Context: an optimization exercise on an open-source flow, tuned for small area, a short achievable clock period and few clock cycles per item. The choices shown serve that exercise and are no tape-out recipe. Function was checked by simulation only, so behaviour that the tests miss may differ from the original.

File: design.v
module aud_chain (
    input  wire         clk,
    input  wire         rst,         
    input  wire         in_valid,
    output wire         in_ready,
    input  wire [255:0] in_rec,
    output reg          out_valid,
    output wire [383:0] chain
);
    localparam [63:0] IV0 = 64'hcbbb9d5dc1059ed8,
                      IV1 = 64'h629a292a367cd507,
                      IV2 = 64'h9159015a3070dd17,
                      IV3 = 64'h152fecd8f70e5939,
                      IV4 = 64'h67332667ffc00b31,
                      IV5 = 64'h8eb44a8768581511,
                      IV6 = 64'hdb0c2e0d64f98fa7,
                      IV7 = 64'h47b5481dbefa4fa4;
    localparam [63:0] K0  = 64'h428a2f98d728ae22,
                      K1  = 64'h7137449123ef65cd;
    reg        busy;
    reg [6:0]  cnt;                 
    reg [63:0] a, b, c, d, e, f, g;
    reg [63:0] p;                   
    reg [63:0] kr;                  
    reg [63:0] w [0:15];            
    assign in_ready = ~busy;
    wire accept = in_valid & ~busy & ~rst;
    wire [63:0] hv [0:5];
    assign hv[0] = a;     assign hv[1] = w[15]; assign hv[2] = w[14];
    assign hv[3] = w[13]; assign hv[4] = e;     assign hv[5] = p;
    genvar gi, gj;
    generate
        for (gi = 0; gi < 6; gi = gi + 1) begin : g_out_word
            for (gj = 0; gj < 8; gj = gj + 1) begin : g_out_byte
                assign chain[8*(8*gi+gj) +: 8] = hv[gi][8*(7-gj) +: 8];
            end
        end
    endgenerate
    wire [63:0] rec_w [0:3];
    generate
        for (gi = 0; gi < 4; gi = gi + 1) begin : g_rec_word
            for (gj = 0; gj < 8; gj = gj + 1) begin : g_rec_byte
                assign rec_w[gi][8*(7-gj) +: 8] = in_rec[8*(8*gi+gj) +: 8];
            end
        end
    endgenerate
    reg [63:0] k_n;
    always @* begin
        case (cnt)
            7'd0:  k_n = 64'hb5c0fbcfec4d3b2f;
            7'd1:  k_n = 64'he9b5dba58189dbbc;
            7'd2:  k_n = 64'h3956c25bf348b538;
            7'd3:  k_n = 64'h59f111f1b605d019;
            7'd4:  k_n = 64'h923f82a4af194f9b;
            7'd5:  k_n = 64'hab1c5ed5da6d8118;
            7'd6:  k_n = 64'hd807aa98a3030242;
            7'd7:  k_n = 64'h12835b0145706fbe;
            7'd8:  k_n = 64'h243185be4ee4b28c;
            7'd9:  k_n = 64'h550c7dc3d5ffb4e2;
            7'd10: k_n = 64'h72be5d74f27b896f;
            7'd11: k_n = 64'h80deb1fe3b1696b1;
            7'd12: k_n = 64'h9bdc06a725c71235;
            7'd13: k_n = 64'hc19bf174cf692694;
            7'd14: k_n = 64'he49b69c19ef14ad2;
            7'd15: k_n = 64'hefbe4786384f25e3;
            7'd16: k_n = 64'h0fc19dc68b8cd5b5;
            7'd17: k_n = 64'h240ca1cc77ac9c65;
            7'd18: k_n = 64'h2de92c6f592b0275;
            7'd19: k_n = 64'h4a7484aa6ea6e483;
            7'd20: k_n = 64'h5cb0a9dcbd41fbd4;
            7'd21: k_n = 64'h76f988da831153b5;
            7'd22: k_n = 64'h983e5152ee66dfab;
            7'd23: k_n = 64'ha831c66d2db43210;
            7'd24: k_n = 64'hb00327c898fb213f;
            7'd25: k_n = 64'hbf597fc7beef0ee4;
            7'd26: k_n = 64'hc6e00bf33da88fc2;
            7'd27: k_n = 64'hd5a79147930aa725;
            7'd28: k_n = 64'h06ca6351e003826f;
            7'd29: k_n = 64'h142929670a0e6e70;
            7'd30: k_n = 64'h27b70a8546d22ffc;
            7'd31: k_n = 64'h2e1b21385c26c926;
            7'd32: k_n = 64'h4d2c6dfc5ac42aed;
            7'd33: k_n = 64'h53380d139d95b3df;
            7'd34: k_n = 64'h650a73548baf63de;
            7'd35: k_n = 64'h766a0abb3c77b2a8;
            7'd36: k_n = 64'h81c2c92e47edaee6;
            7'd37: k_n = 64'h92722c851482353b;
            7'd38: k_n = 64'ha2bfe8a14cf10364;
            7'd39: k_n = 64'ha81a664bbc423001;
            7'd40: k_n = 64'hc24b8b70d0f89791;
            7'd41: k_n = 64'hc76c51a30654be30;
            7'd42: k_n = 64'hd192e819d6ef5218;
            7'd43: k_n = 64'hd69906245565a910;
            7'd44: k_n = 64'hf40e35855771202a;
            7'd45: k_n = 64'h106aa07032bbd1b8;
            7'd46: k_n = 64'h19a4c116b8d2d0c8;
            7'd47: k_n = 64'h1e376c085141ab53;
            7'd48: k_n = 64'h2748774cdf8eeb99;
            7'd49: k_n = 64'h34b0bcb5e19b48a8;
            7'd50: k_n = 64'h391c0cb3c5c95a63;
            7'd51: k_n = 64'h4ed8aa4ae3418acb;
            7'd52: k_n = 64'h5b9cca4f7763e373;
            7'd53: k_n = 64'h682e6ff3d6b2b8a3;
            7'd54: k_n = 64'h748f82ee5defb2fc;
            7'd55: k_n = 64'h78a5636f43172f60;
            7'd56: k_n = 64'h84c87814a1f0ab72;
            7'd57: k_n = 64'h8cc702081a6439ec;
            7'd58: k_n = 64'h90befffa23631e28;
            7'd59: k_n = 64'ha4506cebde82bde9;
            7'd60: k_n = 64'hbef9a3f7b2c67915;
            7'd61: k_n = 64'hc67178f2e372532b;
            7'd62: k_n = 64'hca273eceea26619c;
            7'd63: k_n = 64'hd186b8c721c0c207;
            7'd64: k_n = 64'heada7dd6cde0eb1e;
            7'd65: k_n = 64'hf57d4f7fee6ed178;
            7'd66: k_n = 64'h06f067aa72176fba;
            7'd67: k_n = 64'h0a637dc5a2c898a6;
            7'd68: k_n = 64'h113f9804bef90dae;
            7'd69: k_n = 64'h1b710b35131c471b;
            7'd70: k_n = 64'h28db77f523047d84;
            7'd71: k_n = 64'h32caab7b40c72493;
            7'd72: k_n = 64'h3c9ebe0a15c9bebc;
            7'd73: k_n = 64'h431d67c49c100d4c;
            7'd74: k_n = 64'h4cc5d4becb3e42b6;
            7'd75: k_n = 64'h597f299cfc657e2a;
            7'd76: k_n = 64'h5fcb6fab3ad6faec;
            7'd77: k_n = 64'h6c44198c4a475817 + IV0;
            7'd78: k_n = IV5;
            default: k_n = IV7 + K0;
        endcase
    end
    wire [63:0] big_s0 = {a[27:0], a[63:28]} ^ {a[33:0], a[63:34]} ^ {a[38:0], a[63:39]};
    wire [63:0] big_s1 = {e[13:0], e[63:14]} ^ {e[17:0], e[63:18]} ^ {e[40:0], e[63:41]};
    wire [63:0] ch     = (e & f) ^ (~e & g);
    wire [63:0] maj    = (a & b) ^ (a & c) ^ (b & c);
    function [63:0] add_sk(input [63:0] x, input [63:0] y);
        reg [63:0] g, p, gn, pn;
        integer l, i, j;
        begin
            g = x & y;
            p = x ^ y;
            for (l = 0; l < 6; l = l + 1) begin
                gn = g;
                pn = p;
                for (i = 0; i < 64; i = i + 1)
                    if ((i >> l) & 1) begin
                        j = ((i >> l) << l) - 1;
                        gn[i] = g[i] | (p[i] & g[j]);
                        pn[i] = p[i] & p[j];
                    end
                g = gn;
                p = pn;
            end
            add_sk = x ^ y ^ {g[62:0], 1'b0};
        end
    endfunction
    function [127:0] csa(input [63:0] x, input [63:0] y, input [63:0] z);
        csa = {((x & y) | (x & z) | (y & z)) << 1, x ^ y ^ z};
    endfunction
    wire [127:0] t1_cs = csa(big_s1, ch, p);
    wire [127:0] a_cs1 = csa(big_s0, maj, t1_cs[63:0]);
    wire [127:0] a_cs2 = csa(a_cs1[63:0], a_cs1[127:64], t1_cs[127:64]);
    wire [63:0] a_rnd  = add_sk(a_cs2[63:0], a_cs2[127:64]);
    reg         last;               
    reg  [3:0]  fsel;               
    wire        fin = |fsel;
    wire [63:0] e_d    = last ? w[13] : d;
    wire [127:0] e_cs  = csa(e_d, t1_cs[63:0], t1_cs[127:64]);
    wire [63:0] e_rnd  = add_sk(e_cs[63:0], e_cs[127:64]);
    wire [63:0] p_x    = ~busy ? a : last ? e : g;
    wire [63:0] p_w    = (~busy | last) ? 64'h0 : w[1];
    wire [127:0] p_cs  = csa(p_x, kr, p_w);
    wire [63:0] p_nxt  = add_sk(p_cs[63:0], p_cs[127:64]);
    wire [63:0] sm_s0  = {w[1][0:0], w[1][63:1]} ^ {w[1][7:0], w[1][63:8]} ^ (w[1] >> 7);
    wire [63:0] sm_s1  = {w[14][18:0], w[14][63:19]} ^ {w[14][60:0], w[14][63:61]} ^ (w[14] >> 6);
    wire [63:0] fin_c = ({64{fsel[0]}} & (IV4 - IV0)) | ({64{fsel[1]}} & IV3)
                      | ({64{fsel[2]}} & IV2) | ({64{fsel[3]}} & IV1);
    wire [127:0] w_cs1 = csa(fin ? 64'h0 : sm_s1, fin ? a : w[9], fin ? 64'h0 : sm_s0);
    wire [127:0] w_cs2 = csa(w_cs1[63:0], w_cs1[127:64], fin ? fin_c : w[0]);
    wire [63:0] w_next = add_sk(w_cs2[63:0], w_cs2[127:64]);
    integer i;
    always @(posedge clk) begin
        if (rst) begin
            busy      <= 1'b0;
            out_valid <= 1'b0;
            last      <= 1'b0;
            fsel      <= 4'b0;
        end else begin
            last      <= busy & (cnt == 7'd78);
            fsel      <= {4{busy}} & {cnt == 7'd78, cnt == 7'd77, cnt == 7'd76, cnt == 7'd75};
            out_valid <= busy & last;
            if (accept)
                busy <= 1'b1;
            else if (busy & last)
                busy <= 1'b0;
        end
    end
    always @(posedge clk) begin
        if (rst)
            cnt <= 7'd80;
        else if (accept)
            cnt <= 7'd0;
        else if (busy)
            cnt <= cnt + 7'd1;
    end
    always @(posedge clk) begin
        if (rst) begin
            a <= 64'h0; e <= 64'h0;
        end else if (accept) begin
            a <= IV0; e <= IV4;
        end else if (busy) begin
            a <= a_rnd;
            e <= e_rnd;
        end
    end
    always @(posedge clk) begin
        if (~busy) begin
            b <= IV1; c <= IV2; d <= IV3; f <= IV5; g <= IV6;
        end else begin
            b <= a;
            c <= b;
            d <= c;
            f <= e;
            g <= f;
        end
    end
    always @(posedge clk) begin
        if (rst)
            kr <= IV7 + K0;
        else if (accept)
            kr <= K1;
        else
            kr <= k_n;
    end
    always @(posedge clk) begin
        if (rst)
            p <= 64'h0;
        else if (accept | busy)
            p <= p_nxt;
    end
    always @(posedge clk) begin
        if (~busy) begin
            for (i = 0; i < 6; i = i + 1)
                w[i] <= hv[i];
            for (i = 0; i < 4; i = i + 1)
                w[6 + i] <= rec_w[i];
            w[10] <= 64'h8000000000000000;
            w[11] <= 64'h0;
            w[12] <= 64'h0;
        end else begin
            for (i = 0; i < 13; i = i + 1)
                w[i] <= w[i + 1];
        end
    end
    always @(posedge clk) begin
        if (rst) begin
            w[13] <= 64'h0;
            w[14] <= 64'h0;
            w[15] <= 64'h0;
        end else if (accept) begin
            w[13] <= 64'h0;
            w[14] <= 64'h0;
            w[15] <= 64'd640;    
        end else if (busy) begin
            w[13] <= w[14];
            w[14] <= w[15];
            w[15] <= w_next;
        end
    end
endmodule
File: flow/run.sh
#!/bin/bash
# Standard layout, with these changes to the layout's buffering:
#  - the port buffers that ORFS inserts use the smallest buffer cell;
#  - clock tree synthesis uses clkbuf_8 buffers with sink clusters of up to
#    15 flip-flops, and adds no dummy loads.
set -euo pipefail
cat >> config.mk <<'EOC'
export BUFFER_PORTS_ARGS = -buffer_cell sky130_fd_sc_hd__buf_1
export CTS_ARGS = -sink_clustering_enable -repair_clock_nets -sink_clustering_size 15 -sink_clustering_max_diameter 50 -buf_list "sky130_fd_sc_hd__clkbuf_8" -dont_use_dummy_load
EOC
bash standard.sh > standard.log 2>&1
File: standard.sh
#!/bin/bash
# synth_recipe.tcl (not shown) runs the flow's synth.tcl, then flattens the netlist and writes it again
# the make line also repeats each setting of config.mk as NAME=value (left out here)
make -C /OpenROAD-flow-scripts/flow DESIGN_CONFIG=/design/flow/config.mk WORK_HOME=/design/flow/orfs CLKGATE_MAP_FILE= SYNTH_SCRIPT=/design/flow/synth_recipe.tcl "${@:-finish}"
File: config.mk
export PLATFORM = sky130hd
export DESIGN_NAME = aud_chain
export DESIGN_NICKNAME = aud_chain
export VERILOG_FILES = /design/flow/design.v
export SDC_FILE = /design/flow/constraint.sdc
export NUM_CORES = 4
export LEC_CHECK = 0
export CAP_MARGIN = 20
export CORE_AREA = 2.3 2.72 429.8 429.4
export DIE_AREA = 0 0 432.1 432.1
export SETUP_SLACK_MARGIN = 5.0
export SLEW_MARGIN = 20
export SYNTH_MEMORY_MAX_BITS = 16384
export BUFFER_PORTS_ARGS = -buffer_cell sky130_fd_sc_hd__buf_1
export CTS_ARGS = -sink_clustering_enable -repair_clock_nets -sink_clustering_size 15 -sink_clustering_max_diameter 50 -buf_list "sky130_fd_sc_hd__clkbuf_8" -dont_use_dummy_load
File: constraint.sdc
create_clock -name core_clock -period 10.5 [get_ports {clk}]
set_input_delay 2.1000 -clock core_clock [delete_from_list [all_inputs] [get_ports {clk}]]
set_output_delay 2.1000 -clock core_clock [all_outputs]
set_load 0.01 [all_outputs]
==> impl_metrics.ini, run 1 <==
[status]
status = failed layout checks
so_faults = max-slew violations

[clocking]
cts_tree = yes
clk_pin_slew_ps = 80
cts_made_buffers = 172
htreeDepth = 4
root_buffer = clkbuf_8
cts_num_sinks = 1613
cts_max_path_buffers = 3
clock_latency_ps = 1010
holdBufCountCts = 0

[timing]
fin_crit_sh_pct = 53.8
finalSetupViolations = 0
finalHoldViolCount = 0
post-route-min-period_ps = 5650
max_freq_mhz = 177
rsz0062_at_grt = true
tns_ps = 0
relSlewSlack_pct = -17.8
fin_skew_ps = 177
slew_violations = 92
timing.hold.ws_ps = 348
worstMarginPinSlew_ps = 1770

[logic_synthesis]
synth_area_um2 = 85300
synth_flop_cell = dfxtp_1
syn_inst = 9276
ys_seq_elements = 1613
synth_mux_area_share_pct = 8.12
yosysSeqAreaShare_pct = 37.8
synth_top_family_by_area = adder cells
synthXorXnorAreaFrac_pct = 7.34
synth-compound-area-share_pct = 11.7
yosys.area_share.simple_pct = 14.8
synth_fp_nets = 10300
syn-mean-instance-area_um2 = 9.20
synthDistinctLibCells = 97
ys_async_sr_fraction_pct = 0
yosys_warnings = 2
synth_edf_count = 0
synthAdderAreaFrac_pct = 14.9

[route]
routed_wirelength_um = 436000
avgRoutedWirePerCell_um = 35.9
drc = 0
via_per_inst = 6.10
dr.pass1.iters = 6
vias = 74000
antenna_left = 0
drtIter0Drc = 10800

[finish]
layout_common_cells = dfxtp_1, nand2_1, buf_1
finish.utilization_pct = 52.5
largest_register_ffs = 1024
fin_area_um2 = 95200
top_register = w
syn2layout_area_growth_pct = 11.6
n_fill_cell = 17200
fin_nets = 10700
drive_above_1_share_pct = 12.5
layout_commonest_cell = dfxtp_1
stdcell_count = 12100

[global_route]
grt_pass1_wl_um = 578000
grt_usage_pct = 45.2
grt.overflow.total = 0
grt_pass1_vias = 68300
antenna_found_initial = 74
grt_max_degree = 165

[placed_design]
numPortBuffers = 644
place_area_um2 = 90100
gp_routability_congestion = 1.09
dp.final_hpwl_um = 333000
dp.cells = 11900

[floorplan]
ios = 645
die_width_um = 432
start_util_pct = 47.1
die-area_um2 = 187000
core.rowCount = 156
die_h_um = 432
core_region_area_um2 = 181000

[setup_path]
path_max_fanout = 6
cp.required_ps = 11380
cp.arrival_ps = 6530
critPathLaunchType = register
cp_common_cell = fa_1
cp_num_buf_inv = 1
cp_cell_sequence = xor2_1 > xnor2_2 > fa_1 > fa_1 > inv_1 > ha_1 > or2_2 > o2111a_2 > o211a_4 > o31a_1 > a41oi_4 > o21bai_4 > a2111oi_4 > nor3_2 > xnor2_1 > a211oi_1
crit_type = reg2reg
cp_slowest_stage_delay_ps = 910
critical_path.top_delay_family = compound AO/OA/AOI/OAI gates
crit_slowest_cell = dfxtp_1
cp-end-kind = register

[flow_run]
cap_viol_max_count = 0

[hold_path]
min_path_type = reg2reg
[metrics by stage]
step	setup WS, ps
2_1_floorplan	5170
3_3_place_gp	3690
3_5_place_dp	3650
4_1_cts	4980
5_1_grt	4810
6_report	4850
[layout make-up]
cell class,count,area (um2),share of cell area [%]
inverter,545,2080,2.18
timing repair inverter,1,11.3,0.0118
clock buffer,172,2370,2.49
multi-input combinational,6457,49800,52.3
timing repair buffer,948,5440,5.72
antenna,32,80.1,0.0841
sequential,1613,32400,34.1
tap,2370,2970,3.11
[cell usage after synthesis (all sizes together), types with 177 or more instances]
cell	n	area share [%]
mux2	440	5.8
a21oi	535	3.1
nand2b	177	1.3
fa	461	11
nor2	475	2.1
xor2	289	3.0
ha	272	4.0
and2	383	2.8
o21ai	423	2.5
clkbuf	596	2.6
xnor2	426	4.4
nand2	1340	5.9
dfxtp	1613	38
mux2i	190	2.2
inv	542	2.4
[final timing paths]
check,startpoint,to,slack [ps],depth (start not counted)
hold reg to reg,f[20],g[20],350,1
setup / recovery,a[46],a[44],4850,16
hold / removal,f[20],g[20],350,1
setup reg to reg,a[46],a[44],4850,16
[timing repair]
action / in CTS / in global routing
endpoints found under the setup margin: 152 / 87
pin swaps: 28 / 87
resized for setup: 186 / 193
setup buffers: 17 / 50
gates cloned: 9 / 4
[logic make-up (layout without fill, tap and decap cells)]
kind of cell             Yosys count  after routing
AND/OR/NAND/NOR                 2773           2774
buffers and inverters           1207           1666
multiplexers                     633            633
AO/OA/AOI/OAI                   1593           1593
adder cells (fa/ha/maj)          742            742
flip-flops                      1613           1613
other                              0             32
XOR/XNOR                         715            715
[metal layers]
| metal | wire length (um) | part of all wire, % | up-vias | global-route usage, % |
|---|---|---|---|---|
| li1 | - | - | 31400 | - |
| met1 | 169000 | 39 | 36400 | 59.4 |
| met2 | 178000 | 41 | 4984 | 64.6 |
| met3 | 52300 | 12 | 1194 | 13.1 |
| met4 | 35700 | 8.2 | 18 | 29.3 |
| met5 | 106 | 0.024 | - | 0 |
Testbench counts, summed over its fixed seeds: cycles 31,112, items 384.
==> inputs of run 2 (changes only) <==
--- a/flow/run.sh
+++ b/flow/run.sh
@@ -2,2 +2,3 @@
 # Standard layout, with these changes to the layout's buffering:
+#  - repair aims for 6.0 ns of setup slack;
 #  - the port buffers that ORFS inserts use the smallest buffer cell;
@@ -7,2 +8,3 @@
 cat >> config.mk <<'EOC'
+export SETUP_SLACK_MARGIN = 6.0
 export BUFFER_PORTS_ARGS = -buffer_cell sky130_fd_sc_hd__buf_1
--- a/config.mk
+++ b/config.mk
@@ -8,7 +8,7 @@
 export CAP_MARGIN = 20
-export CORE_AREA = 2.3 2.72 429.8 429.4
-export DIE_AREA = 0 0 432.1 432.1
-export SETUP_SLACK_MARGIN = 5.0
+export CORE_AREA = 2.3 2.72 470.5 470.1
+export DIE_AREA = 0 0 472.8 472.8
 export SLEW_MARGIN = 20
 export SYNTH_MEMORY_MAX_BITS = 16384
+export SETUP_SLACK_MARGIN = 6.0
 export BUFFER_PORTS_ARGS = -buffer_cell sky130_fd_sc_hd__buf_1
==> impl_metrics.ini, run 2 <==
[placed_design]
dp.cells = 12300
dp.final_hpwl_um = 332000
numPortBuffers = 644
gp_routability_congestion = 1.10
place_ws_ps = 3870
place_area_um2 = 91000

[setup_path]
critPathLaunch = a[40]
reg2reg_from = a[40]
cp.required_ps = 11350
critPathLaunchType = register
cp-end-kind = register
cp_slowest_stage_delay_ps = 690
cp.arrival_ps = 6330
cp_cell_sequence = buf_4 > xor2_1 > xnor2_1 > fa_1 > fa_1 > inv_1 > ha_1 > or2_2 > o2111a_2 > o211a_4 > o31a_1 > buf_4 > o21a_1 > o21ai_2 > and2b_2 > o21bai_1 > xnor2_1 > o21ai_1
crit_slowest_cell = xnor2_1
crit_type = reg2reg
path_max_fanout = 9

[floorplan]
die-area_um2 = 224000
die_width_um = 473
core_region_area_um2 = 218000
start_util_pct = 39.2
ios = 645
core.rowCount = 171
die_h_um = 473

[finish]
stdcell_count = 12900
largest_register_ffs = 1024
layout_commonest_cell = dfxtp_1
finish.utilization_pct = 47.1
multi_input_area_um2 = 53500
syn2layout_area_growth_pct = 20.2
drive_above_1_share_pct = 20.2
n_fill_cell = 20700
fin_nets = 11000
fin_area_um2 = 103000
regArea_um2 = 32500
top_register = w
layout_common_cells = dfxtp_1, nand2_1, buf_1

[route]
routed_wirelength_um = 448000
vias = 74900
drtIter0Drc = 9431
via_per_inst = 5.81
antenna_left = 0
dr.pass1.iters = 8
avgRoutedWirePerCell_um = 34.7
drc = 0

[clocking]
clock_latency_ps = 1060
htreeDepth = 4
cts_num_sinks = 1613
holdBufCountCts = 0
clk_pin_slew_ps = 90
cts_made_buffers = 165
root_buffer = clkbuf_8
cts_tree = yes
cts_max_path_buffers = 3

[logic_synthesis]
yosysTopAreaCellShare_pct = 37.8
syn_inst = 9276
ys_async_sr_fraction_pct = 0
synth_fp_nets = 10300
synth_area_leaders = dfxtp_1, fa_1, nand2_1
synth_flop_cell = dfxtp_1
synth_top_area_cell = dfxtp_1
synth_edf_count = 0
synth_common_cells = dfxtp_1, nand2_1, clkbuf_1, inv_1, a21oi_1
synthMostInstantiatedCell = dfxtp_1
ys_seq_elements = 1613
yosysSeqAreaShare_pct = 37.8
synth_area_um2 = 85300
yosys_warnings = 2
syn-mean-instance-area_um2 = 9.20
synthDistinctLibCells = 97

[timing]
fin_crit_sh_pct = 52.2
fin_skew_ps = 147
relSlewSlack_pct = 17.7
slew_violations = 0
worstMarginPinSlew_ps = 1240
post-route-min-period_ps = 5480
setup_ws_ps = 5020
tns_ps = 0
finalHoldViolCount = 0
finalSetupViolations = 0
max_freq_mhz = 183
rsz0062_at_grt = true
timing.hold.ws_ps = 374

[global_route]
met2_usage_pct = 54.7
grt.overflow.total = 0
grt_usage_pct = 38.6
grt_max_degree = 147
grt_pass1_wl_um = 595000
use_met1_pct = 49.2
grt_use_met3_pct = 12.3
busiest_layer = met2
grt_pass1_vias = 70700
antenna_found_initial = 42

[flow_run]
cap_viol_max_count = 0

[status]
status = timing/DRC/antenna clean

[hold_path]
min_path_type = reg2reg
hold_path_startpoint = w[3][39]
run 2: cell counts after synthesis:
Identical to the previous run, type by type.
run 2: timing repair:
item | in CTS | in global routing
setup endpoints to repair | 317 | 209
pin swaps | 264 | 348
setup buffers | 166 | 191
resized for setup | 646 | 529
hold endpoints to repair | 0 | 0
cloned | 28 | 0
run 2: critical path, delay by kind of cell, from the launching register on:
kind	cells	cell delay (ps)
adders and majority gates	3	1280
buffers and inverters	3	600
AOI/OAI and AO/OA	7	1500
and+or+nand+nor	2	550
xor gates and xnor gates	3	1040
DFF	1	330
run 2: routing by layer:
layer  wire (um)  vias up
li1            -    32000
met5          95        -
met3       51300     1279
met4       40200       14
met2      182000     4610
met1      174000    37000
run 2: logic make-up after synthesis:
logic type	after synthesis	share of synthesized area, %
xor gates and xnor gates	715	7.34
buffers and inverters	1207	5.31
muxes	633	8.12
adders and majority gates	742	14.9
AOI/OAI and AO/OA	1593	11.7
DFF	1613	37.8
and+or+nand+nor	2773	14.8
run 2: final cells by class:
class                   count  area share, %
diodes                     14         0.0342
flip-flops and latches   1613           31.7
repair inverters            1        0.00854
well taps                2854           3.48
clock buffers             165           2.21
inverters                 545           2.02
repair buffers           1235           8.39
multi-input cells        6461           52.2
run 2: worst paths after layout:
kind / to / slack, ps / cells past startpoint
min reg2reg: w[2][39] / 370 / 2
min: w[2][39] / 370 / 2
max reg2reg: a[37] / 5020 / 18
max: a[37] / 5020 / 18
==> inputs of run 3 (changes only) <==
--- a/design.v
+++ b/design.v
@@ -162,3 +162,3 @@
     wire [127:0] a_cs2 = csa(a_cs1[63:0], a_cs1[127:64], t1_cs[127:64]);
-    wire [63:0] a_rnd  = add_sk(a_cs2[63:0], a_cs2[127:64]);
+    wire [63:0] a_rnd  = a_cs2[63:0] + a_cs2[127:64];
     reg         last;               
@@ -168,3 +168,3 @@
     wire [127:0] e_cs  = csa(e_d, t1_cs[63:0], t1_cs[127:64]);
-    wire [63:0] e_rnd  = add_sk(e_cs[63:0], e_cs[127:64]);
+    wire [63:0] e_rnd  = e_cs[63:0] + e_cs[127:64];
     wire [63:0] p_x    = ~busy ? a : last ? e : g;
==> impl_metrics.ini, run 3 <==
[status]
status = timing/DRC/antenna clean

[flow_run]
cap_viol_max_count = 0

[floorplan]
die_h_um = 473
core.rowCount = 171
start_util_pct = 39.9
die-area_um2 = 224000
die_width_um = 473
ios = 645
core_region_area_um2 = 218000

[route]
dr.pass1.iters = 8
via_per_inst = 5.93
avgRoutedWirePerCell_um = 35.6
routed_wirelength_um = 468000
vias = 78000
antenna_left = 0
drtIter0Drc = 10900
drc = 0

[setup_path]
rr_worst_depth = 16
r2r_setup_slack_ps = 5100
endpoint = a[54]
reg2reg_from = a[46]
critPathLaunchType = register
critPathLaunch = a[46]
crit_type = reg2reg
cp.required_ps = 11460
path_max_fanout = 6
cp.arrival_ps = 6360
r2r-end = a[54]
cp-end-kind = register

[logic_synthesis]
synth_top_family_by_area = simple AND/OR/NAND/NOR gates
ys_async_sr_fraction_pct = 0
synthDistinctLibCells = 87
synth_top_area_cell = dfxtp_1
yosysTopAreaCellShare_pct = 37.2
syn-mean-instance-area_um2 = 9.08
yosys_warnings = 2
yosysSeqAreaShare_pct = 37.2
synthXorXnorAreaFrac_pct = 7.22
synth_edf_count = 0
synthAdderAreaFrac_pct = 15.1
synthMostInstantiatedCell = dfxtp_1
yosys.area_share.simple_pct = 15.2
synth-compound-area-share_pct = 12.5
synth_area_leaders = dfxtp_1, fa_1, nand2_1
synth_mux_area_share_pct = 7.61
ys_seq_elements = 1613
syn_inst = 9574
synth_fp_nets = 10600
synth_area_um2 = 86900
synth_common_cells = dfxtp_1, nand2_1, clkbuf_1, a21oi_1, nor2_1
synth_flop_cell = dfxtp_1

[clocking]
htreeDepth = 4
cts_made_buffers = 172
cts_max_path_buffers = 3
clk_pin_slew_ps = 100
root_buffer = clkbuf_8
clock_latency_ps = 1050
cts_num_sinks = 1613
holdBufCountCts = 0
cts_tree = yes

[placed_design]
numPortBuffers = 644
gp_routability_congestion = 1.08
dp.final_hpwl_um = 350000
place_area_um2 = 92400
dp.cells = 12600
place_ws_ps = 3530

[timing]
finalSetupViolations = 0
timing.hold.ws_ps = 376
finalHoldViolCount = 0
relSlewSlack_pct = 17.1
max_freq_mhz = 185
setup_ws_ps = 5100
slew_violations = 0
post-route-min-period_ps = 5400
worstMarginPinSlew_ps = 1240
tns_ps = 0
rsz0062_at_grt = true
fin_crit_sh_pct = 51.4
fin_skew_ps = 116

[finish]
finish.utilization_pct = 47.8
layout_common_cells = dfxtp_1, nand2_1, buf_1
drive_above_1_share_pct = 19.2
layout_commonest_cell = dfxtp_1
syn2layout_area_growth_pct = 19.6
largest_register_ffs = 1024
fin_nets = 11300
fin_area_um2 = 104000
stdcell_count = 13200
top_register = w

[hold_path]
min_path_type = reg2reg

[global_route]
grt_max_degree = 108
grt.overflow.total = 0
grt_pass1_wl_um = 622000
grt_usage_pct = 40.4
grt_pass1_vias = 73500
antenna_found_initial = 49
## run 3: cell count changes after synthesis, moves of 35 or more
cell,before,now
a21oi_1,533,591
nand2_1,1340,1398
maj3_1,9,61
nor2_1,475,527
xnor2_1,426,470
xor2_1,289,246
clkbuf_1,596,631
## run 3: worst min-delay path by stage
stage	startpoint	end	slack, ps	depth (start not counted)
2_1_floorplan	w[11][63]	w[10][63]	390	1
3_3_place_gp	w[11][63]	w[10][63]	390	1
3_5_place_dp	w[11][63]	w[10][63]	390	1
4_1_cts	c[46]	d[46]	370	1
5_1_grt	c[46]	d[46]	400	1
6_report	w[11][49]	w[10][49]	380	1
## run 3: metal layers
metal	global-route usage [%]	wire length [um]	part of all wire [%]	vias up
met3	9.98	51700	11	1243
met5	0	82	0.018	-
met4	27.8	40300	8.6	12
li1	-	-	-	33000
met1	53.4	185000	40	38600
met2	57.8	191000	41	5116
## run 3: worst max-delay path, stage by stage (launching register included)
cell     delay [ps]
dfxtp_1         470
buf_4           240
xnor2_1         100
xnor2_1         880
fa_1            580
fa_1            450
ha_1            420
a21oi_1         210
o21ai_2         100
a311o_2         510
a21o_4          270
a41oi_4         250
o21ai_4         140
a21oi_4         240
nor2_2           70
or4_1           410
nand3_1          80
## run 3: final cells by class
class                           count  area, um2
Timing Repair Buffer             1225       8740
Clock buffer                      172       2370
Sequential cell                  1613      32500
Multi-Input combinational cell   6755      54700
Fill cell                       20700     114000
Inverter                          516       1970
Tap cell                         2854       3570
Antenna cell                       19       47.5
## run 3: cell families after synthesis
logic type                 count (synthesis)
and+or+nand+nor                         2909
AOI/OAI and AO/OA                       1733
DFF                                     1613
buffers and inverters                   1210
adders and majority gates                788
xor gates and xnor gates                 716
muxes                                    605
## run 3: what timing repair did
| item | CTS | global route |
|---|---|---|
| endpoints found under the setup margin | 296 | 194 |
| setup buffers | 221 | 104 |
| pin swaps | 286 | 239 |
| resized for setup | 866 | 361 |
| cloned | 31 | 2 |
Testbench counts of run 3, summed over its fixed seeds: cycles 31,112, items 384.
==> inputs of run 4 (changes only) <==
--- a/flow/run.sh
+++ b/flow/run.sh
@@ -2,3 +2,3 @@
 # Standard layout, with these changes to the layout's buffering:
-#  - repair aims for 6.0 ns of setup slack;
+#  - repair aims for 5.5 ns of setup slack;
 #  - the port buffers that ORFS inserts use the smallest buffer cell;
@@ -8,3 +8,3 @@
 cat >> config.mk <<'EOC'
-export SETUP_SLACK_MARGIN = 6.0
+export SETUP_SLACK_MARGIN = 5.5
 export BUFFER_PORTS_ARGS = -buffer_cell sky130_fd_sc_hd__buf_1
--- a/config.mk
+++ b/config.mk
@@ -12,3 +12,3 @@
 export SYNTH_MEMORY_MAX_BITS = 16384
-export SETUP_SLACK_MARGIN = 6.0
+export SETUP_SLACK_MARGIN = 5.5
 export BUFFER_PORTS_ARGS = -buffer_cell sky130_fd_sc_hd__buf_1
==> impl_metrics.ini, run 4 <==
[finish]
syn2layout_area_growth_pct = 16.0
stdcell_count = 13000
layout_commonest_cell = dfxtp_1
largest_register_ffs = 1024
top_register = w
fin_nets = 11200
regArea_um2 = 32400
multi_input_area_um2 = 53200
layout_common_cells = dfxtp_1, nand2_1, buf_1
drive_above_1_share_pct = 15.8
n_fill_cell = 21100

[placed_design]
dp.final_hpwl_um = 360000
numPortBuffers = 644
dp.cells = 12600
gp_routability_congestion = 1.09

[logic_synthesis]
synth_area_um2 = 86900
synth_fp_nets = 10600
syn_inst = 9574
synth_top_area_cell = dfxtp_1
yosys_warnings = 2
yosysSeqAreaShare_pct = 37.2
ys_seq_elements = 1613
synthDistinctLibCells = 87
synth_flop_cell = dfxtp_1
synth_common_cells = dfxtp_1, nand2_1, clkbuf_1, a21oi_1, nor2_1
synth_area_leaders = dfxtp_1, fa_1, nand2_1
yosysTopAreaCellShare_pct = 37.2
syn-mean-instance-area_um2 = 9.08
synth_edf_count = 0
ys_async_sr_fraction_pct = 0
synthMostInstantiatedCell = dfxtp_1

[setup_path]
cp_cell_sequence = buf_8 > buf_12 > xor2_4 > xnor2_4 > fa_1 > inv_2 > fa_1 > fa_2 > ha_4 > a21o_1 > a21o_1 > a211o_1 > a311o_2 > a21o_4 > a41oi_4 > o21ai_4 > a21oi_4 > nor2_2 > or4_1 > nand3_1
crit_type = reg2reg
cp.required_ps = 11440
critPathLaunchType = register
path_max_fanout = 3
cp.arrival_ps = 6320
critical_path.top_delay_family = compound AO/OA/AOI/OAI gates
cp_num_buf_inv = 3
cp-end-kind = register
cp_slowest_stage_delay_ps = 570
crit_slowest_cell = fa_1

[timing]
finalSetupViolations = 0
slew_violations = 0
rsz0062_at_grt = true
max_freq_mhz = 186
fin_skew_ps = 157
post-route-min-period_ps = 5390
relSlewSlack_pct = 16.0
finalHoldViolCount = 0
worstMarginPinSlew_ps = 1250
fin_crit_sh_pct = 51.3
tns_ps = 0

[flow_run]
cap_viol_max_count = 0

[global_route]
grt_pass1_wl_um = 625000
grt_usage_pct = 40.7
grt_max_degree = 115
grt_pass1_vias = 73000
antenna_found_initial = 56
grt.overflow.total = 0

[clocking]
cts_tree = yes
cts_num_sinks = 1613
clk_pin_slew_ps = 90
htreeDepth = 4
cts_max_path_buffers = 3
root_buffer = clkbuf_8
clock_latency_ps = 1030
cts_made_buffers = 173

[route]
avgRoutedWirePerCell_um = 36.1
drtIter0Drc = 10300
antenna_left = 0
drc = 0
routed_wirelength_um = 471000
dr.pass1.iters = 6
vias = 76800
via_per_inst = 5.89

[floorplan]
die_h_um = 473
start_util_pct = 39.9
core_region_area_um2 = 218000
ios = 645
die_width_um = 473
die-area_um2 = 224000
core.rowCount = 171

[hold_path]
min_path_type = reg2reg

[status]
status = timing/DRC/antenna clean
run 4: cell counts after synthesis:
Identical to the previous run, type by type.
run 4: cell families after synthesis:
logic type | Yosys count | share of synthesized area [%]
buffers and inverters | 1210 | 5.24
AO/OA/AOI/OAI | 1733 | 12.5
XOR/XNOR | 716 | 7.22
flip-flops | 1613 | 37.2
adder cells (fa/ha/maj) | 788 | 15.1
multiplexers | 605 | 7.61
AND/OR/NAND/NOR | 2909 | 15.2
run 4: layout make-up:
cell class                      count  area share, %
Tap cell                         2854           3.54
Clock buffer                      173           2.36
Timing Repair Buffer             1108           7.15
Inverter                          516           1.94
Antenna cell                       21         0.0522
Timing Repair inverter              2         0.0174
Sequential cell                  1613           32.2
Multi-Input combinational cell   6753           52.8
run 4: path summary, 6_finish.rpt:
check,start,endpoint,slack (ps),cells after the start
worst max-delay path,e[53],a[54],5110,20
worst min register to register,w[5][32],w[4][32],380,1
worst min-delay path,w[5][32],w[4][32],380,1
worst max register to register,e[53],a[54],5110,20
run 4: worst reg2reg max path: stages, from the launching register on:
cell and delay [ps]:
dfxtp_2 340, buf_8 120, buf_12 130, xor2_4 180, xnor2_4 200, fa_1 570
inv_2 50, fa_1 560, fa_2 480, ha_4 190, a21o_1 170, a21o_1 170
a211o_1 330, a311o_2 430, a21o_4 270, a41oi_4 250, o21ai_4 160, a21oi_4 220
nor2_2 60, or4_1 400, nand3_1 80
run 4: per-stage QoR:
| stage | hold WS (ps) | worst slack [ps] | utilization (%) | instance area [um2] |
|---|---|---|---|---|
| after floorplan | 386 | 5500 | - | 87100 |
| after global placement | 393 | 3480 | 42.5 | 92400 |
| after detailed placement | 397 | 3350 | 42.5 | 92500 |
| after CTS | 353 | 5120 | 45.4 | 98800 |
| after global routing | 372 | 5030 | 46.3 | 101000 |
| final | 376 | 5110 | 46.3 | 101000 |
run 4: routing by layer:
metal | up-vias | track usage [%] | part of all wire (%)
met5 | - | 1.23 | 0.090
met4 | 10 | 28.0 | 8.4
met3 | 1135 | 10.3 | 11
met2 | 4734 | 58.4 | 41
met1 | 38100 | 53.4 | 40
li1 | 32800 | - | -
run 4: timing repair:
| item | 4_1_cts | 5_1_grt |
|---|---|---|
| setup endpoints to repair | 210 | 129 |
| setup buffers | 131 | 63 |
| pin swaps | 126 | 189 |
| hold buffers | 0 | 0 |
| gates cloned | 23 | 3 |
| gates resized for setup | 475 | 319 |
==> inputs of run 5 (changes only) <==
--- a/config.mk
+++ b/config.mk
@@ -8,4 +8,4 @@
 export CAP_MARGIN = 20
-export CORE_AREA = 2.3 2.72 470.5 470.1
-export DIE_AREA = 0 0 472.8 472.8
+export CORE_AREA = 2.3 2.72 456.9 456.5
+export DIE_AREA = 0 0 459.2 459.2
 export SLEW_MARGIN = 20
==> impl_metrics.ini, run 5 <==
[setup_path]
cp-end-kind = register
r2r_setup_slack_ps = 4870
crit_slowest_cell = xnor2_1
crit_type = reg2reg
cp_slowest_stage_delay_ps = 620
cp.arrival_ps = 6390
cp.required_ps = 11260
path_max_fanout = 5
cp_cell_sequence = buf_4 > xnor2_1 > xnor2_1 > fa_1 > fa_1 > fa_2 > a21o_1 > a21oi_2 > o21ai_2 > a311o_2 > a21o_1 > a41oi_4 > buf_4 > nor2_1 > nor3_2 > xor2_1 > a211oi_2
critPathLaunchType = register

[timing]
finalSetupViolations = 0
relSlewSlack_pct = 7.96
fin_skew_ps = 140
post-route-min-period_ps = 5630
tns_ps = 0
fin_crit_sh_pct = 53.6
max_freq_mhz = 178
finalHoldViolCount = 0
slew_violations = 0
rsz0062_at_grt = true
worstMarginPinSlew_ps = 1370

[global_route]
busiest_layer = met2
grt_usage_pct = 44.1
grt_pass1_wl_um = 636000
grt_pass1_vias = 73500
antenna_found_initial = 66
grt_max_degree = 143
grt_use_met3_pct = 13.0
use_met1_pct = 56.9
grt.overflow.total = 0
met2_usage_pct = 62.3

[finish]
drive_above_1_share_pct = 16.9
stdcell_count = 12900
layout_commonest_cell = dfxtp_1
fin_nets = 11200
layout_common_cells = dfxtp_1, nand2_1, buf_1
largest_register_ffs = 1024
top_register = w
syn2layout_area_growth_pct = 16.9

[logic_synthesis]
synth_area_um2 = 86900
syn-mean-instance-area_um2 = 9.08
synth_top_area_cell = dfxtp_1
yosys_warnings = 2
synthMostInstantiatedCell = dfxtp_1
synth_area_leaders = dfxtp_1, fa_1, nand2_1
yosysTopAreaCellShare_pct = 37.2
synth_fp_nets = 10600
syn_inst = 9574
synth_edf_count = 0
synthDistinctLibCells = 87
synth_common_cells = dfxtp_1, nand2_1, clkbuf_1, a21oi_1, nor2_1
synth_flop_cell = dfxtp_1
yosysSeqAreaShare_pct = 37.2
ys_seq_elements = 1613
ys_async_sr_fraction_pct = 0

[placed_design]
dp.cells = 12500
dp.final_hpwl_um = 363000
gp_routability_congestion = 1.10
numPortBuffers = 644

[clocking]
htreeDepth = 4
holdBufCountCts = 0
root_buffer = clkbuf_8
clock_latency_ps = 1020
cts_made_buffers = 179
clk_pin_slew_ps = 100
cts_num_sinks = 1613
cts_max_path_buffers = 3
cts_tree = yes

[route]
via_per_inst = 6.08
drtIter0Drc = 10700
antenna_left = 0
vias = 78600
routed_wirelength_um = 484000
avgRoutedWirePerCell_um = 37.4
dr.pass1.iters = 9
drc = 0

[flow_run]
cap_viol_max_count = 0

[hold_path]
min_path_type = reg2reg

[floorplan]
die_width_um = 459
ios = 645
core.rowCount = 166
start_util_pct = 42.3
core_region_area_um2 = 205000
die-area_um2 = 211000
die_h_um = 459

[status]
status = timing/DRC/antenna clean
## run 5: cell counts after synthesis
No cell type changed its count.
## run 5: timing repair
item,CTS,global route
gates resized for setup,553,381
pin swaps,134,179
endpoints found under the setup margin,210,128
buffers inserted,111,101
gates cloned,21,9
## run 5: cells by family (layout without fill, tap and decap cells)
kind of cell | count (synthesis) | in the layout | synth area share (%)
xor gates and xnor gates | 716 | 716 | 7.22
other | 0 | 40 | 0
buffers and inverters | 1210 | 1824 | 5.24
adders and majority gates | 788 | 788 | 15.1
AOI/OAI and AO/OA | 1733 | 1733 | 12.5
muxes | 605 | 605 | 7.61
DFF | 1613 | 1613 | 37.2
and+or+nand+nor | 2909 | 2913 | 15.2
## run 5: layout make-up
class | count | area [um2]
Timing Repair inverter | 1 | 8.76
Antenna cell | 40 | 100
Multi-Input combinational cell | 6755 | 53700
Fill cell | 19600 | 104000
Sequential cell | 1613 | 32400
Tap cell | 2688 | 3360
Inverter | 516 | 1990
Clock buffer | 179 | 2460
Timing Repair Buffer | 1128 | 7480
## run 5: metal layers
layer	up-vias	share of wire, %
li1	32900	-
met1	39000	39
met2	5355	40
met3	1310	12
met4	24	9.0
met5	-	0.031
## run 5: worst paths after layout
check / startpoint / cells past startpoint / to
worst min register to register: w[3][5] / 2 / w[2][5]
worst max-delay path: a[37] / 17 / a[38]
worst min-delay path: w[3][5] / 2 / w[2][5]
worst max register to register: a[37] / 17 / a[38]
## run 5: worst max-delay path: cells and delay by family (launching register included)
family                   cells  cell delay [ps]
flip-flops                   1              380
adder cells (fa/ha/maj)      3             1430
AND/OR/NAND/NOR              2              240
XOR/XNOR                     3              910
AO/OA/AOI/OAI                7             2000
buffers and inverters        2              390
## run 5: through the flow
stage | utilization (%) | area [um2] | setup slack (ps) | hold WS (ps)
6_report | 49.5 | 102000 | 4870 | 361
5_1_grt | 49.5 | 101000 | 4920 | 385
4_1_cts | 48.1 | 98700 | 5060 | 351
3_5_place_dp | 44.9 | 92200 | 3490 | 401
3_3_place_gp | 44.9 | 92200 | 3520 | 393
2_1_floorplan | - | 87100 | 5500 | 386

==> static timing again, ports no longer ideal <==
The flow's constraints put no driver on any port. The routed layouts listed below were extracted and timed again, unchanged, in two steps. Step 1 sets driving cells, clkbuf_16 on the clock port and buf_2 on the other inputs (assumed; they add their load-dependent delay and slew). Step 2 adds t to the input delays and takes it off the output delays; t is the mean of the earliest and latest rising clock arrival at the registers after step 1. Input paths then give back, and output paths get back, about the clock's delay inside the block. a / b / c = no drivers / after step 1 / after step 2; a / b = the first two.
| run | shift t [ns] | setup WS [ns] | slew at the worst register clock pin (ns) | worst data-port slew with drivers (ns) |
|---|---|---|---|---|
| run 1 | 1.008 | 4.850 / 4.850 / 4.673 | 0.10 / 0.10 | 0.33 |
| run 2 | 1.076 | 5.021 / 5.021 / 5.021 | 0.10 / 0.10 | 0.14 |
| run 3 | 1.083 | 5.104 / 5.104 / 5.094 | 0.10 / 0.10 | 0.11 |
| run 4 | 1.038 | 5.113 / 5.113 / 5.113 | 0.11 / 0.11 | 0.14 |
| run 5 | 1.038 | 4.870 / 4.870 / 4.809 | 0.10 / 0.10 | 0.06 |
For run 1, which loses most, drivers alone change the setup slack by 0.000 ns; drivers and shift together by -0.177 ns.
